This design comes from an exercise in tuning for small area on the open sky130 flow, not from production work.
No functional check of the RTL was part of this run.
Power figures rest on the tool's default switching activity, not on a simulated workload.

**design/flow/config.mk**
```make
export PLATFORM = sky130hd
export DESIGN_NAME = vx4_corr_tile
export DESIGN_NICKNAME = vx4_corr_tile
export VERILOG_FILES = /design/flow/design.v
export SDC_FILE = /design/flow/constraint.sdc
export NUM_CORES = 8
export LEC_CHECK = 0
export CAP_MARGIN = 20
export CORE_MARGIN = 2
export CORE_UTILIZATION = 50
export PLACE_DENSITY = 0.6
export SLEW_MARGIN = 20
```
**design/flow/constraint.sdc**
```tcl
create_clock -name core_clock -period 13.0 [get_ports {clk}]
set_input_delay 2.6000 -clock core_clock [delete_from_list [all_inputs] [get_ports {clk}]]
set_output_delay 2.6000 -clock core_clock [all_outputs]
set_load 0.01 [all_outputs]
```
**design/flow/design.v**
```verilog
module vx4_cell #(
    parameter ROW = 0,
    parameter COL = 0
) (
    input  wire         clk,
    input  wire [3:0]   osel,      
    input  wire [3:0]   opw,       
    input  wire [3:0]   ld,        
    input  wire         pol,       
    input  wire         neg,       
    input  wire         zero,      
    input  wire         ones,      
    input  wire         op_fold,
    input  wire [7:0]   row_a,     
    input  wire [7:0]   row_b,     
    input  wire [7:0]   col_a,     
    input  wire [7:0]   col_b,     
    input  wire [63:0]  wbus,      
    output wire [255:0] raw,       
    output wire [7:0]   sraw       
);
    reg [7:0] x, y;
    always @(*) begin
        if (!op_fold) begin
            x = row_a;
            y = col_b;
        end else if (ROW > COL) begin
            x = row_a;
            y = col_a;
        end else if (ROW < COL) begin
            x = col_b;
            y = row_b;
        end else begin
            x = row_a;
            y = col_a;
        end
    end
    wire signed [3:0] xr = x[7:4];
    wire signed [3:0] xi = x[3:0];
    wire signed [3:0] yr = y[7:4];
    wire signed [3:0] yi = y[3:0];
    wire signed [8:0] p_re = xr * yr + xi * yi;
    wire signed [8:0] p_im = xi * yr - xr * yi;
    wire signed [3:0] qr = row_b[7:4];
    wire signed [3:0] qi = row_b[3:0];
    wire signed [8:0] q_auto = qr * qr + qi * qi;
    wire diag_fold = op_fold && (ROW == COL);
    wire [8:0] a_re = p_re;
    wire [8:0] a_im = diag_fold ? q_auto : p_im;
    reg [31:0] re_q [0:3];
    reg [31:0] im_q [0:3];
    reg [1:0]  st_q [0:3];
    reg [31:0] s_re, s_im;
    reg [1:0]  s_st;
    integer k;
    always @(*) begin
        s_re = 32'd0;
        s_im = 32'd0;
        s_st = 2'd0;
        for (k = 0; k < 4; k = k + 1) begin
            s_re = s_re | ({32{osel[k]}} & re_q[k]);
            s_im = s_im | ({32{osel[k]}} & im_q[k]);
            s_st = s_st | ({2{osel[k]}} & st_q[k]);
        end
    end
    wire [31:0] x_re, x_im;
    wire        xs_re, xs_im;
    vx4_acc u_re (.s(s_re), .sst(s_st[0]), .a(a_re), .neg(neg), .zero(zero), .ones(ones), .pol(pol), .x(x_re), .xs(xs_re));
    vx4_acc u_im (.s(s_im), .sst(s_st[1]), .a(a_im), .neg(neg), .zero(zero), .ones(ones), .pol(pol), .x(x_im), .xs(xs_im));
    genvar g;
    generate
        for (g = 0; g < 4; g = g + 1) begin : g_slot
            wire hold = ~(opw[g] | ld[g]);
            always @(posedge clk) begin
                re_q[g] <= ~(({32{opw[g]}} & x_re) | ({32{ld[g]}} & wbus[31:0])  | ({32{hold}} & re_q[g]));
                im_q[g] <= ~(({32{opw[g]}} & x_im) | ({32{ld[g]}} & wbus[63:32]) | ({32{hold}} & im_q[g]));
                st_q[g] <= ~(({2{opw[g]}} & {xs_im, xs_re}) | ({2{ld[g]}} & {2{pol}}) | ({2{hold}} & st_q[g]));
            end
            assign raw[64*g +: 64] = {im_q[g], re_q[g]};
            assign sraw[2*g +: 2]  = st_q[g];
        end
    endgenerate
endmodule
module vx4_acc (
    input  wire [31:0] s,
    input  wire        sst,
    input  wire [8:0]  a,
    input  wire        neg,
    input  wire        zero,
    input  wire        ones,
    input  wire        pol,
    output wire [31:0] x,
    output wire        xs
);
    wire [8:0]  b = zero ? {9{ones}} : (a ^ {9{neg}});
    wire        cin = neg & ~zero;
    wire [32:0] bb = {{24{b[8]}}, b};
    wire [32:0] ss = {s[31], s};
    wire [33:0] c;
    wire [32:0] t;
    assign c[0] = cin;
    genvar i;
    generate
        for (i = 0; i < 33; i = i + 1) begin : g_add
            assign t[i]   = ss[i] ^ bb[i] ^ c[i];
            assign c[i+1] = (ss[i] & bb[i]) | (c[i] & (ss[i] ^ bb[i]));
        end
    endgenerate
    wire t_all1 = &t[30:0];
    wire t_all0 = ~|t[30:0];
    wire atcode = pol ? (~t[31] & t_all1) : (t[31] & t_all0);
    wire ovf    = atcode | (t[32] ^ t[31]);
    assign x  = t[31:0];
    wire st_new = ~zero & ((sst ^ pol) | ovf);
    assign xs = st_new ^ ones;
endmodule
module vx4_corr_tile (
    input  wire        clk,
    input  wire        rst,
    input  wire        op_valid,
    input  wire [1:0]  op,
    input  wire [1:0]  op_slot,
    input  wire        op_fold,
    input  wire [31:0] row_vec,
    input  wire [31:0] col_vec,
    input  wire        wr_en,
    input  wire [1:0]  wr_slot,
    input  wire [3:0]  wr_cell,
    input  wire [63:0] wr_data,
    input  wire [1:0]  rd_slot,
    input  wire [3:0]  rd_cell,
    output reg  [63:0] rd_word,
    output reg  [1:0]  rd_sat
);
    localparam N = 4;
    reg pol;
    always @(posedge clk)
        pol <= rst | ~pol;
    wire is_arith = (op == 2'd0) || (op == 2'd1);
    wire is_clear = (op == 2'd2);
    wire op_do    = op_valid && (op != 2'd3);
    wire zero     = rst | is_clear;
    wire ones     = ~rst & pol;
    wire neg      = op[0] ^ pol;
    wire [3:0] osel;
    assign osel[0] = ~zero && (op_slot == 2'd0);
    assign osel[1] = ~zero && (op_slot == 2'd1);
    assign osel[2] = ~zero && (op_slot == 2'd2);
    assign osel[3] = ~zero && (op_slot == 2'd3);
    wire [3:0] opw_s;
    assign opw_s[0] = rst | (op_do && (op_slot == 2'd0));
    assign opw_s[1] = rst | (op_do && (op_slot == 2'd1));
    assign opw_s[2] = rst | (op_do && (op_slot == 2'd2));
    assign opw_s[3] = rst | (op_do && (op_slot == 2'd3));
    wire ld_do = wr_en && !rst;
    wire [63:0] wbus = wr_data ^ {64{pol}};
    wire [256*N*N-1:0] raw_all;
    wire [8*N*N-1:0]   sraw_all;
    genvar r, c;
    generate
        for (r = 0; r < N; r = r + 1) begin : g_row
            for (c = 0; c < N; c = c + 1) begin : g_col
                localparam integer Q = N * r + c;
                wire       hit = ld_do && (wr_cell == Q);
                wire [3:0] ld;
                assign ld[0] = hit && (wr_slot == 2'd0);
                assign ld[1] = hit && (wr_slot == 2'd1);
                assign ld[2] = hit && (wr_slot == 2'd2);
                assign ld[3] = hit && (wr_slot == 2'd3);
                vx4_cell #(
                    .ROW(r),
                    .COL(c)
                ) u_cell (
                    .clk     (clk),
                    .osel    (osel),
                    .opw     (opw_s & ~ld),
                    .ld      (ld),
                    .pol     (pol),
                    .neg     (neg),
                    .zero    (zero),
                    .ones    (ones),
                    .op_fold (op_fold),
                    .row_a   (row_vec[8*r +: 8]),
                    .row_b   (col_vec[8*r +: 8]),
                    .col_a   (row_vec[8*c +: 8]),
                    .col_b   (col_vec[8*c +: 8]),
                    .wbus    (wbus),
                    .raw     (raw_all[256*Q +: 256]),
                    .sraw    (sraw_all[8*Q +: 8])
                );
            end
        end
    endgenerate
    wire [5:0] rd_idx = {rd_cell, rd_slot};
    reg [63:0] sel_raw;
    reg [1:0]  sel_st;
    integer w;
    always @(*) begin
        sel_raw = 64'd0;
        sel_st  = 2'd0;
        for (w = 0; w < 64; w = w + 1) begin
            sel_raw = sel_raw | ({64{rd_idx == w}} & raw_all[64*w +: 64]);
            sel_st  = sel_st  | ({2{rd_idx == w}} & sraw_all[2*w +: 2]);
        end
    end
    wire [63:0] val = sel_raw ^ {64{pol}};
    wire sre = sel_st[0] ^ pol;
    wire sim = sel_st[1] ^ pol;
    always @(posedge clk) begin
        if (rst) begin
            rd_word <= 64'd0;
            rd_sat  <= 2'b00;
        end else begin
            rd_sat <= {sim, sre};
            if (sre || sim)
                rd_word <= 64'h8000_0000_8000_0000;
            else
                rd_word <= val;
        end
    end
endmodule
```
**design/flow/flow/run.sh**
```bash
#!/bin/bash
# Own layout flow: the standard synthesis, then the combinational logic
# mapped again for area with ABC (every register kept as synthesis left it),
# then the standard layout from floorplan to finish.
# Each tool's output goes to a log file of its own in the work folder.
set -euo pipefail
W=$(pwd)
F=$W/flow
R=$W/orfs/results/$FLOW_PLATFORM/vx4_corr_tile/base

bash standard.sh synth > "$W/1_standard_synth.log" 2>&1

cp "$R/1_2_yosys.v" "$W/synth_standard.v"
REMAP_IN="$W/synth_standard.v" REMAP_OUT="$W/synth_remap.v" REMAP_DIR="$F" \
  yosys -c "$F/remap.tcl" > "$W/2_remap.log" 2>&1

cp "$W/synth_remap.v" "$R/1_2_yosys.v"
rm -f "$R/1_synth.odb" "$R/1_synth.sdc"

bash standard.sh > "$W/3_standard_layout.log" 2>&1
```
**design/flow/flow/area.abc**
```
strash
dc2
dch -f
amap
```
**design/flow/flow/remap.tcl**
```tcl
# Maps the combinational logic of the standard synthesis netlist again, for
# area.  Registers (and tie cells) stay as they are, with their names.
yosys -import
set lib $::env(FLOW_HOME)/platforms/sky130hd/lib/sky130_fd_sc_hd__tt_025C_1v80.lib
set dir $::env(REMAP_DIR)

read_liberty -ignore_miss_func $lib
set keep [list sky130_fd_sc_hd__conb_1]
set f [open $dir/seqcells.txt r]
foreach c [split [string trim [read $f]] "\n"] { lappend keep $c }
close $f
foreach c $keep { catch { blackbox $c } }

read_verilog $::env(REMAP_IN)
hierarchy -check -top $::env(FLOW_TOP)
flatten
opt_clean -purge
# every library cell known again (as a black box), so later passes can tell
# the inputs of the cells ABC places from their outputs
read_liberty -lib -overwrite $lib
tee -o $::env(REMAP_OUT).before.stat stat -liberty $lib

set du {}
foreach c {probe_p_8 probec_p_8 lpflow_*} { lappend du -dont_use sky130_fd_sc_hd__$c }
if {[info exists ::env(REMAP_ABC)]} { set scr $::env(REMAP_ABC) } else { set scr $dir/area.abc }
abc -script $scr -liberty $lib {*}$du
opt_clean -purge
hilomap -singleton -hicell sky130_fd_sc_hd__conb_1 HI -locell sky130_fd_sc_hd__conb_1 LO
splitnets
opt_clean -purge
insbuf -buf sky130_fd_sc_hd__buf_4 A X
check -assert
tee -o $::env(REMAP_OUT).stat stat -liberty $lib
write_verilog -noattr -nohex -nodec $::env(REMAP_OUT)
```
**design/flow/flow/seqcells.txt**
```
sky130_fd_sc_hd__dfbbn_1
sky130_fd_sc_hd__dfbbn_2
sky130_fd_sc_hd__dfbbp_1
sky130_fd_sc_hd__dfrbp_1
sky130_fd_sc_hd__dfrbp_2
sky130_fd_sc_hd__dfrtn_1
sky130_fd_sc_hd__dfrtp_1
sky130_fd_sc_hd__dfrtp_2
sky130_fd_sc_hd__dfrtp_4
sky130_fd_sc_hd__dfsbp_1
sky130_fd_sc_hd__dfsbp_2
sky130_fd_sc_hd__dfstp_1
sky130_fd_sc_hd__dfstp_2
sky130_fd_sc_hd__dfstp_4
sky130_fd_sc_hd__dfxbp_1
sky130_fd_sc_hd__dfxbp_2
sky130_fd_sc_hd__dfxtp_1
sky130_fd_sc_hd__dfxtp_2
sky130_fd_sc_hd__dfxtp_4
sky130_fd_sc_hd__dlclkp_1
sky130_fd_sc_hd__dlclkp_2
sky130_fd_sc_hd__dlclkp_4
sky130_fd_sc_hd__dlrbn_1
sky130_fd_sc_hd__dlrbn_2
sky130_fd_sc_hd__dlrbp_1
sky130_fd_sc_hd__dlrbp_2
sky130_fd_sc_hd__dlrtn_1
sky130_fd_sc_hd__dlrtn_2
sky130_fd_sc_hd__dlrtn_4
sky130_fd_sc_hd__dlrtp_1
sky130_fd_sc_hd__dlrtp_2
sky130_fd_sc_hd__dlrtp_4
sky130_fd_sc_hd__dlxbn_1
sky130_fd_sc_hd__dlxbn_2
sky130_fd_sc_hd__dlxbp_1
sky130_fd_sc_hd__dlxtn_1
sky130_fd_sc_hd__dlxtn_2
sky130_fd_sc_hd__dlxtn_4
sky130_fd_sc_hd__dlxtp_1
sky130_fd_sc_hd__edfxbp_1
sky130_fd_sc_hd__edfxtp_1
sky130_fd_sc_hd__lpflow_inputisolatch_1
sky130_fd_sc_hd__sdfbbn_1
sky130_fd_sc_hd__sdfbbn_2
sky130_fd_sc_hd__sdfbbp_1
sky130_fd_sc_hd__sdfrbp_1
sky130_fd_sc_hd__sdfrbp_2
sky130_fd_sc_hd__sdfrtn_1
sky130_fd_sc_hd__sdfrtp_1
sky130_fd_sc_hd__sdfrtp_2
sky130_fd_sc_hd__sdfrtp_4
sky130_fd_sc_hd__sdfsbp_1
sky130_fd_sc_hd__sdfsbp_2
sky130_fd_sc_hd__sdfstp_1
sky130_fd_sc_hd__sdfstp_2
sky130_fd_sc_hd__sdfstp_4
sky130_fd_sc_hd__sdfxbp_1
sky130_fd_sc_hd__sdfxbp_2
sky130_fd_sc_hd__sdfxtp_1
sky130_fd_sc_hd__sdfxtp_2
sky130_fd_sc_hd__sdfxtp_4
sky130_fd_sc_hd__sdlclkp_1
sky130_fd_sc_hd__sdlclkp_2
sky130_fd_sc_hd__sdlclkp_4
sky130_fd_sc_hd__sedfxbp_1
sky130_fd_sc_hd__sedfxbp_2
sky130_fd_sc_hd__sedfxtp_1
sky130_fd_sc_hd__sedfxtp_2
sky130_fd_sc_hd__sedfxtp_4
```
**design/flow/standard.sh**
```bash
#!/bin/bash
# synth_recipe.tcl (not shown) runs the flow's synth.tcl, then flattens the netlist and writes it again
# the make line also repeats each setting of config.mk as NAME=value (left out here)
make -C /OpenROAD-flow-scripts/flow DESIGN_CONFIG=/design/flow/config.mk WORK_HOME=/design/flow/orfs CLKGATE_MAP_FILE= SYNTH_SCRIPT=/design/flow/synth_recipe.tcl "${@:-finish}"
```
==> impl_metrics.yaml <==
synthesis:
  netlist_area_um2: 249000
  synth-warning-count: 65
  synth.avg_cell_area_um2: 7.81
  syn_nets: 32081
  synthCells: 31932
die:
  die_h_um: 710
  fp.dieW_um: 710
  initial_core_util: 0.502
  io_pins: 215
  num_rows: 259
clocking:
  root_buffer: "clkbuf_16"
  htree_levels: 5
  cts.path.max_buffers: 4
  cts_buffers: 441
  cts_hold_buf: 0
global_route:
  grt_util_all_layers: 0.941
  overflow: 9509
  grt_pass1_wl_mm: 3430
  grt_pass1_vias: 397957
  grt_max_degree: 118
placed_design:
  portBuffers: 214
  place_area_um2: 314000
  gp_congestion: 1.33
  dpl.hpwl_mm: 1530
outcome:
  haltStage: "5_1_grt"
  error_line: "[ERROR GRT-0116] Global routing finished with congestion. Check the congestion regions in the DRC Viewer."
  status: "stopped before the end"
==> how the worst min path moves through the flow <==
stage,startpoint,to,slack (ps),cells past startpoint
after CTS,g_row[0].g_col[0].u_cell.st_q[3][1]$_DFF_P_,g_row[0].g_col[0].u_cell.st_q[3][1]$_DFF_P_,450,1
after detailed placement,g_row[0].g_col[0].u_cell.st_q[3][1]$_DFF_P_,g_row[0].g_col[0].u_cell.st_q[3][1]$_DFF_P_,440,1
after global placement,g_row[3].g_col[1].u_cell.im_q[3][18]$_DFF_P_,g_row[3].g_col[1].u_cell.im_q[3][18]$_DFF_P_,440,1
after floorplan,g_row[2].g_col[2].u_cell.st_q[2][0]$_DFF_P_,g_row[2].g_col[2].u_cell.st_q[2][0]$_DFF_P_,420,1
==> layer usage <==
layer	track usage	overflow
met1	0.942	1429
met2	0.998	3835
met3	0.903	1497
met4	0.908	2485
met5	0.801	263
==> metrics by stage <==
stage | util | setup WS, ps | power [uW] | hold slack [ps] | instances
2_1_floorplan | - | -17340 | 38600 | 420 | 31932
3_3_place_gp | 0.631 | -5050 | 56000 | 435 | 45293
3_5_place_dp | 0.632 | -4330 | 56900 | 437 | 45310
4_1_cts | 0.689 | -156 | 72700 | 447 | 46522
==> power by group through the flow <==
| stage | registers (uW) | logic, uW | clock network [uW] |
|---|---|---|---|
| after floorplan | 22200 | 16400 | 0 |
| after global placement | 24800 | 31300 | 0 |
| after detailed placement | 24900 | 32000 | 0 |
| after CTS | 24700 | 34200 | 13800 |
==> what timing repair did <==
action | 4_1_cts
buffers inserted | 422
pin swaps | 916
gates resized for setup | 3287
endpoints found under the setup margin | 842
gates cloned | 6
